Source: an optimization exercise on an open RTL-to-GDS flow (aim: small area). Production flows keep margins and buffers that such runs may drop. Function was checked by simulation only, so behaviour that the tests miss may differ from the original.

== pine ==
==> flow/design.v (excerpt) <==
module ox_decim (
    input  wire        clk,
    input  wire        rst,           
    input  wire        start,         
    input  wire        stop,          
    input  wire        bit_valid,     
    input  wire        bit_in,        
    input  wire        coef_we,       
    input  wire [3:0]  coef_addr,     
    input  wire [31:0] coef_data,     
    output reg         out_valid,
    output wire [31:0] out_data,
    output wire        out_settled,
    output reg         running,
    output reg         coef_err
);
    localparam [4:0] K_SETTLE = 5'd18;
    reg [191:0] coef1;
    reg [191:0] coef2;
    always @(posedge clk) begin
        coef_err <= 1'b0;
        if (rst) begin
            coef_err <= 1'b0;
        end else if (coef_we) begin
            if (running) begin
                coef_err <= 1'b1;
            end else if (coef_addr[2:0] <= 3'd5) begin
                if (coef_addr[3])
                    coef2[32*coef_addr[2:0] +: 32] <= coef_data;
                else
                    coef1[32*coef_addr[2:0] +: 32] <= coef_data;
            end
        end
    end
    wire clear  = rst | start | stop;
    wire accept = running & bit_valid & ~clear;
    always @(posedge clk) begin
        if (rst)
            running <= 1'b0;
        else if (start)
            running <= 1'b1;
        else if (stop)
            running <= 1'b0;
    end
    reg  [4:0] ph;
    wire       ph0  = (ph == 5'd0);
    wire       ph31 = (ph == 5'd31);
    always @(posedge clk)
        ph <= rst ? 5'd0 : ph + 5'd1;
    reg  [29:0] I1, I2, I3, I4, D;
    reg  [5:0]  bitcnt;
    wire        blk_end = accept & (bitcnt == 6'd63);
    wire [29:0] x1 = {29'd0, accept & bit_in};
    wire [29:0] n1, n2, n3, n4, nD;
    ox_decim_rca #(30) u_a1 (.a(I1), .b(x1),               .s(n1));
    ox_decim_rca #(30) u_a2 (.a(I2), .b(n1 & {30{accept}}), .s(n2));
    ox_decim_rca #(30) u_a3 (.a(I3), .b(n2 & {30{accept}}), .s(n3));
    ox_decim_rca #(30) u_a4 (.a(I4), .b(n3 & {30{accept}}), .s(n4));
    ox_decim_rca #(30) u_a5 (.a(D),  .b(n4 & {30{accept}}), .s(nD));
    always @(posedge clk) begin
        I1 <= clear ? 30'd0 : n1;
        I2 <= clear ? 30'd0 : n2;
  ...
Size: roughly 4,400 cells after synthesis, ~1,900 flip-flops, ~79 I/O pins, about 0.062 sq mm of cells after synthesis.
export LEC_CHECK = 0
export CAP_MARGIN = 20
export CORE_MARGIN = 2
export CORE_UTILIZATION = 60
export SLEW_MARGIN = 20
create_clock -name core_clock -period 25.0 [get_ports {clk}]
standard.sh (not shown) runs the stock make flow with config.mk's settings and CLKGATE_MAP_FILE= SYNTH_SCRIPT=/design/flow/synth_recipe.tcl, a recipe that flattens the netlist after the stock synthesis.
==> flow/flow/run.sh <==
#!/bin/bash
# Layout: the standard flow (standard.sh), with two changes to how it is
# made: the clock tree is built from clkbuf_16 leaf clusters without dummy
# balancing loads, and the port buffers are the smallest buffer cell.
set -euo pipefail
export CTS_ARGS="-sink_clustering_enable -repair_clock_nets -dont_use_dummy_load -buf_list sky130_fd_sc_hd__clkbuf_16 -sink_clustering_size 24 -sink_clustering_max_diameter 100"
export BUFFER_PORTS_ARGS="-buffer_cell sky130_fd_sc_hd__buf_1"
bash standard.sh > standard.log 2>&1
Modified inputs, birch compared to pine
--- a/flow/design.v
+++ b/flow/design.v
@@ -470,31 +470,33 @@
     output reg         out_valid,
     output wire [31:0] out_data,
     output wire        out_settled,
     output reg         running,
     output reg         coef_err
 );
     localparam [4:0] K_SETTLE = 5'd18;
-    reg [191:0] coef1;
-    reg [191:0] coef2;
-    always @(posedge clk) begin
-        coef_err <= 1'b0;
-        if (rst) begin
-            coef_err <= 1'b0;
-        end else if (coef_we) begin
-            if (running) begin
-                coef_err <= 1'b1;
-            end else if (coef_addr[2:0] <= 3'd5) begin
-                if (coef_addr[3])
-                    coef2[32*coef_addr[2:0] +: 32] <= coef_data;
-                else
-                    coef1[32*coef_addr[2:0] +: 32] <= coef_data;
+    wire [191:0] coef1;
+    wire [191:0] coef2;
+    wire coef_wr = ~rst & coef_we & ~running;
+    always @(posedge clk)
+        coef_err <= ~rst & coef_we & running;
+    genvar w;
+    generate
+        for (w = 0; w < 6; w = w + 1) begin : gw
+            reg [31:0] a1, a2;      
+            always @(posedge clk) begin
+                if (coef_wr & (coef_addr == w))
+                    a1 <= coef_data;
+                if (coef_wr & (coef_addr == 8 + w))
+                    a2 <= coef_data;
             end
+            assign coef1[32*w +: 32] = a1;
+            assign coef2[32*w +: 32] = a2;
         end
-    end
+    endgenerate
     wire clear  = rst | start | stop;
     wire accept = running & bit_valid & ~clear;
     always @(posedge clk) begin
         if (rst)
             running <= 1'b0;
         else if (start)
             running <= 1'b1;
Results
The final layout from birch, which completed every stage, passed the timing, design-rule and antenna checks at the end of the flow.
Internal reg-to-reg setup slack is lower on pine
Length of routed met2 wiring: pine and birch compared, higher one is pine
birch — wire length of the first global-routing pass 33,000 microns lower, pine as reference
The worst setup path startpoint comes out mseq[0] in one run and mseq[1] in the other, namely in birch and pine respectively.
birch does better than pine on post-layout total power.
The final routed wirelength across all metal layers number comes out higher for pine vs birch.

separate check: timing with driven ports:
The results above use ideal ports. As a check the final layouts listed here were re-extracted and re-timed, cells and wires unchanged.
Step 1 (the two cells are an assumption about what drives the block):
set clk [get_ports {clk}]
set_driving_cell -lib_cell sky130_fd_sc_hd__clkbuf_16 $clk
set_driving_cell -lib_cell sky130_fd_sc_hd__buf_2 [delete_from_list [all_inputs] $clk]
Step 2, shift: input delay + t, output delay - t, t = (earliest + latest rising clock arrival at the registers) / 2. This alone moves slack from input paths to output paths.
Slacks: no drivers / after step 1 / after step 2; pairs: no drivers / after step 1.
run	t, ns	setup slack, ns	pins driven straight from the clock port
pine	0.734	4.101 / 4.101 / 3.432	1
birch	0.729	4.955 / 4.955 / 4.280	1
After both steps setup and hold are still met in every run listed. For birch, which loses most, drivers alone change the setup slack by 0.000 ns; drivers and shift together by -0.675 ns.
